Context: an optimization exercise on an open-source flow, tuned for small area, a short achievable clock period and few clock cycles. The choices shown serve that exercise and are no tape-out recipe.
At most, simulation tests tie the RTL to the original design; equivalence was not proved.

Setup of v6:
==> module gz_sbox, before the edit <==
module gz_sbox (
    input  wire [7:0] a,
    output wire [7:0] y
);
    wire U0 = a[7], U1 = a[6], U2 = a[5], U3 = a[4],
         U4 = a[3], U5 = a[2], U6 = a[1], U7 = a[0];
    wire T4, T1, T2, T3, T13, X5, T6, T8, X8, T10, T9, T20, T22, T19, X14, T27, T16, T25, T17, T15, T26, X21, T24, T14, X24, T23, M1, M2, M3, M4, M5, M6, M7, M8, M9, M10, M11, M12, M13, M14, M15, M16, M17, M18, M19, M20, M21, M22, M23, M24, M25, M26, M27, M28, M29, M30, M31, M32, M33, M34, M35, M36, M37, M38, M39, M40, M41, M42, M43, M44, M45, M46, M47, M48, M49, M50, M51, M52, M53, M54, M55, M56, M57, M58, M59, M60, M61, M62, M63, N0, N1, N2, N3, N4, N5, N6, N7, N8, N9, N10, N11, N12, N13, N14, N15, N16, N17, N18, N19, N20, N21, N22, N23, N24, N25, N26, N27, N28, N29, N30, N31, N32, S0, S1, S2, S3, S4, S5, S6, S7;
    assign T4 = U3 ^ U5;
    assign T1 = U3 ^ U0;
    assign T2 = T4 ^ T1;
    assign T3 = U6 ^ U0;
    assign T13 = T4 ^ T3;
    assign X5 = U6 ^ U4;
    assign T6 = T1 ^ X5;
    assign T8 = U7 ^ T6;
    assign X8 = U2 ^ U1;
    assign T10 = T6 ^ X8;
    assign T9 = X8 ^ U7;
    assign T20 = U0 ^ T9;
    assign T22 = T9 ^ U6;
    assign T19 = U3 ^ T9;
    assign X14 = U5 ^ U2;
    assign T27 = X14 ^ T1;
    assign T16 = X5 ^ X14;
    assign T25 = U0 ^ T16;
    assign T17 = T9 ^ T16;
    assign T15 = X8 ^ T16;
    assign T26 = T3 ^ T16;
    assign X21 = X5 ^ X8;
    assign T24 = T4 ^ X21;
    assign T14 = T27 ^ X21;
    assign X24 = U5 ^ T3;
    assign T23 = X24 ^ T9;
    assign M1 = T13 & T6;
    assign M2 = T23 & T8;
    assign M3 = T14 ^ M1;
    assign M4 = T19 & U7;
    assign M5 = M4 ^ M1;
    assign M6 = T3 & T16;
    assign M7 = T22 & T9;
    assign M8 = T26 ^ M6;
    assign M9 = T20 & T17;
    assign M10 = M9 ^ M6;
    assign M11 = T1 & T15;
    assign M12 = T4 & T27;
    assign M13 = M12 ^ M11;
    assign M14 = T2 & T10;
    assign M15 = M14 ^ M11;
    assign M16 = M3 ^ M2;
    assign M17 = M5 ^ T24;
    assign M18 = M8 ^ M7;
    assign M19 = M10 ^ M15;
    assign M20 = M16 ^ M13;
    assign M21 = M17 ^ M15;
    assign M22 = M18 ^ M13;
    assign M23 = M19 ^ T25;
    assign M24 = M22 ^ M23;
    assign M25 = M22 & M20;
    assign M26 = M21 ^ M25;
    assign M27 = M20 ^ M21;
    assign M28 = M23 ^ M25;
    assign M29 = M28 & M27;
    assign M30 = M26 & M24;
    assign M31 = M20 & M23;
    assign M32 = M27 & M31;
    assign M33 = M27 ^ M25;
    assign M34 = M21 & M22;
    assign M35 = M24 & M34;
    assign M36 = M24 ^ M25;
    assign M37 = M21 ^ M29;
    assign M38 = M32 ^ M33;
    assign M39 = M23 ^ M30;
    assign M40 = M35 ^ M36;
    assign M41 = M38 ^ M40;
    assign M42 = M37 ^ M39;
    assign M43 = M37 ^ M38;
    assign M44 = M39 ^ M40;
    assign M45 = M42 ^ M41;
    assign M46 = M44 & T6;
    assign M47 = M40 & T8;
    assign M48 = M39 & U7;
    assign M49 = M43 & T16;
    assign M50 = M38 & T9;
    assign M51 = M37 & T17;
    assign M52 = M42 & T15;
    assign M53 = M45 & T27;
    assign M54 = M41 & T10;
    assign M55 = M44 & T13;
    assign M56 = M40 & T23;
    assign M57 = M39 & T19;
    assign M58 = M43 & T3;
    assign M59 = M38 & T22;
    assign M60 = M37 & T20;
    assign M61 = M42 & T1;
    assign M62 = M45 & T4;
    assign M63 = M41 & T2;
    assign N0 = M61 ^ M62;
    assign N1 = M56 ^ N0;
    assign N2 = M55 ^ N1;
    assign N3 = M49 ^ M50;
    assign N4 = M54 ^ M58;
    assign N5 = M46 ^ M48;
    assign N6 = M52 ^ M53;
    assign N7 = M46 ^ M47;
    assign N8 = M50 ^ M51;
    assign N9 = N5 ^ N8;
    assign N10 = M59 ^ N0;
    assign N11 = M53 ^ N4;
    assign N12 = M60 ^ N5;
    assign N13 = N11 ^ N12;
    assign N14 = N6 ^ N7;
    assign N15 = N14 ^ N2;
    assign N16 = N3 ^ N6;
    assign N17 = N16 ^ N2;
    assign N18 = N3 ^ N7;
    assign N19 = N2 ^ N18;
    assign N20 = N8 ^ N11;
    assign N21 = N20 ^ N10;
    assign N22 = N7 ^ N9;
    assign N23 = N22 ^ N2;
    assign N24 = M61 ^ M63;
    assign N25 = N6 ^ N24;
    assign N26 = N13 ^ N25;
    assign N27 = M58 ^ N3;
    assign N28 = N9 ^ N27;
    assign N29 = N28 ^ N10;
    assign N30 = M57 ^ N3;
    assign N31 = N1 ^ N30;
    assign N32 = N13 ^ N31;
    assign S0 = N17;
    assign S1 = ~N15;
    assign S2 = ~N26;
    assign S3 = N19;
    assign S4 = N23;
    assign S5 = N32;
    assign S6 = ~N21;
    assign S7 = ~N29;
    assign y = {S0, S1, S2, S3, S4, S5, S6, S7};
endmodule
Settings: LEC_CHECK=0, CAP_MARGIN=20, CORE_MARGIN=2, CORE_UTILIZATION=45, PLACE_DENSITY=0.6, SETUP_SLACK_MARGIN=4, SLEW_MARGIN=20; clock period 10.0 ns.
standard.sh (not shown) runs the stock make flow with config.mk's settings and CLKGATE_MAP_FILE= SYNTH_SCRIPT=/design/flow/synth_recipe.tcl, a recipe that flattens the netlist after the stock synthesis.
==> flow/flow/run.sh <==
#!/bin/bash
# Own flow: the standard layout (standard.sh), except that synthesis maps
# the logic with an area-oriented ABC script (flow/abc_map.script) instead of
# ORFS's delay script, which restructures the XOR networks of the S-boxes
# into much larger logic; 3-input XOR cells are left out of the mapping
# (two 2-input ones are smaller). Everything else, registers included, is the
# standard synthesis; placement, CTS and routing are standard.sh's, with
# plain buffers on the ports.
set -euo pipefail
W=$PWD
ABC_SCRIPT=$W/flow/abc_map.script
cat > $W/own_synth.tcl <<EOS
proc abc {args} {
  set i [lsearch \$args -script]
  if {\$i >= 0} { lset args [expr {\$i + 1}] $ABC_SCRIPT }
  foreach c {xor3_1 xor3_2 xor3_4 xnor3_1 xnor3_2 xnor3_4} {
    lappend args -dont_use sky130_fd_sc_hd__\$c
  }
  yosys abc {*}\$args
}
source $W/synth_recipe.tcl
EOS
sed "s|$W/synth_recipe.tcl|$W/own_synth.tcl|g" $W/standard.sh > $W/own_standard.sh
grep -q own_synth.tcl $W/own_standard.sh
bash $W/own_standard.sh synth > $W/synth.log 2>&1
# The ports' buffers are the platform's plain buf_1 instead of the buffer
# buffer_ports picks on its own (clkdlybuf4s50_1, a slow delay cell).
bash $W/own_standard.sh "BUFFER_PORTS_ARGS=-buffer_cell sky130_fd_sc_hd__buf_1" finish > $W/layout.log 2>&1
==> flow/flow/abc_map.script <==
&get -n
&st
&dch -f
&nf -R 1000
&put
v6 | status: complete | timing, DRC, antenna: pass
Here is what was changed in the inputs of v7 compared with v6.
--- a/flow/design.v
+++ b/flow/design.v
@@ -3,35 +3,36 @@
     output wire [7:0] y
 );
     wire U0 = a[7], U1 = a[6], U2 = a[5], U3 = a[4],
          U4 = a[3], U5 = a[2], U6 = a[1], U7 = a[0];
-    wire T4, T1, T2, T3, T13, X5, T6, T8, X8, T10, T9, T20, T22, T19, X14, T27, T16, T25, T17, T15, T26, X21, T24, T14, X24, T23, M1, M2, M3, M4, M5, M6, M7, M8, M9, M10, M11, M12, M13, M14, M15, M16, M17, M18, M19, M20, M21, M22, M23, M24, M25, M26, M27, M28, M29, M30, M31, M32, M33, M34, M35, M36, M37, M38, M39, M40, M41, M42, M43, M44, M45, M46, M47, M48, M49, M50, M51, M52, M53, M54, M55, M56, M57, M58, M59, M60, M61, M62, M63, N0, N1, N2, N3, N4, N5, N6, N7, N8, N9, N10, N11, N12, N13, N14, N15, N16, N17, N18, N19, N20, N21, N22, N23, N24, N25, N26, N27, N28, N29, N30, N31, N32, S0, S1, S2, S3, S4, S5, S6, S7;
+    wire T1, T2, T3, T4, T5, T6, T7, T8, T9, T10, T11, T12, T13, T14, T15, T16, T17, T18, T19, T20, T21, T22, T23, T24, T25, T26, T27, M1, M2, M3, M4, M5, M6, M7, M8, M9, M10, M11, M12, M13, M14, M15, M16, M17, M18, M19, M20, M21, M22, M23, M24, M25, M26, M27, M28, M29, M30, M31, M32, M33, M34, M35, M36, M37, M38, M39, M40, M41, M42, M43, M44, M45, M46, M47, M48, M49, M50, M51, M52, M53, M54, M55, M56, M57, M58, M59, M60, M61, M62, M63, N0, N1, N2, N3, N4, N5, N6, N7, N8, N9, N10, N11, N12, N13, N14, N15, N16, N17, N18, N19, N20, N21, N22, N23, N24, N25, N26, N27, N28, N29, N30, N31, N32, S0, S1, S2, S3, S4, S5, S6, S7;
+    assign T1 = U0 ^ U3;
+    assign T2 = U0 ^ U5;
+    assign T3 = U0 ^ U6;
     assign T4 = U3 ^ U5;
-    assign T1 = U3 ^ U0;
-    assign T2 = T4 ^ T1;
-    assign T3 = U6 ^ U0;
-    assign T13 = T4 ^ T3;
-    assign X5 = U6 ^ U4;
-    assign T6 = T1 ^ X5;
+    assign T5 = U4 ^ U6;
+    assign T6 = T1 ^ T5;
+    assign T7 = U1 ^ U2;
     assign T8 = U7 ^ T6;
-    assign X8 = U2 ^ U1;
-    assign T10 = T6 ^ X8;
-    assign T9 = X8 ^ U7;
-    assign T20 = U0 ^ T9;
-    assign T22 = T9 ^ U6;
-    assign T19 = U3 ^ T9;
-    assign X14 = U5 ^ U2;
-    assign T27 = X14 ^ T1;
-    assign T16 = X5 ^ X14;
-    assign T25 = U0 ^ T16;
+    assign T9 = U7 ^ T7;
+    assign T10 = T6 ^ T7;
+    assign T11 = U1 ^ U5;
+    assign T12 = U2 ^ U5;
+    assign T13 = T3 ^ T4;
+    assign T14 = T6 ^ T11;
+    assign T15 = T5 ^ T11;
+    assign T16 = T5 ^ T12;
     assign T17 = T9 ^ T16;
-    assign T15 = X8 ^ T16;
+    assign T18 = U3 ^ U7;
+    assign T19 = T7 ^ T18;
+    assign T20 = T1 ^ T19;
+    assign T21 = U6 ^ U7;
+    assign T22 = T7 ^ T21;
+    assign T23 = T2 ^ T22;
+    assign T24 = T2 ^ T10;
+    assign T25 = T20 ^ T17;
     assign T26 = T3 ^ T16;
-    assign X21 = X5 ^ X8;
-    assign T24 = T4 ^ X21;
-    assign T14 = T27 ^ X21;
-    assign X24 = U5 ^ T3;
-    assign T23 = X24 ^ T9;
+    assign T27 = T1 ^ T12;
     assign M1 = T13 & T6;
     assign M2 = T23 & T8;
     assign M3 = T14 ^ M1;
     assign M4 = T19 & U7;
Findings:
- Maximum number of pins on one net before global-route repair: v7 > v6
- Per the comparison of v7 with v6, area taken by flip-flops and latches shows no meaningful change, setup slack up 0.0056 ns.
- Relative to v6, multiplexer share of the synthesized area has gone down in v7.
- v7 vs v6: buffer count from post-CTS setup fixing down
- v7 ends up with a global-route usage that is 0.48 points higher than in v6.
- Changes observed in v7 relative to v6: final core utilization roughly the same; half-perimeter wire length of the detailed placement result higher.
- Comparing v7 with v6, the horizontal extent of the die came out essentially unchanged.
- v7 vs v6 — met2 routing resource usage after global routing rose 1.1 points.
- Per the comparison of v7 with v6, cell area now smaller; hold slack increased 0.0099 ns.
Testbench counts of v7, summed over its fixed seeds: cycles 27,258.
Function not checked in v6: the RTL went through the layout flow alone.

[afterwards: timing with drivers on the ports]
In the flow no input, the clock included, has a driving cell. The finished layouts below were timed again as built, in two steps. Step 1: set_driving_cell puts a clkbuf_16 on clk and a buf_2 on each other input, an assumption about the parent block. Step 2, shift: input delay + t, output delay - t, t = (earliest + latest rising clock arrival at the registers) / 2. This alone moves slack from input paths to output paths. a / b / c = no drivers / after step 1 / after step 2; a / b = the first two.
| run | t, ns | setup WS [ns] | worst setup path at the end |
|---|---|---|---|
| v6 | 0.719 | 4.125 / 4.125 / 3.635 | input to register |
| v7 | 0.756 | 4.131 / 4.131 / 3.569 | input to register |
After both steps setup and hold are still met in every run listed. The setup slack of v7, which loses most, moves by 0.000 ns with the drivers and by -0.562 ns with both steps.
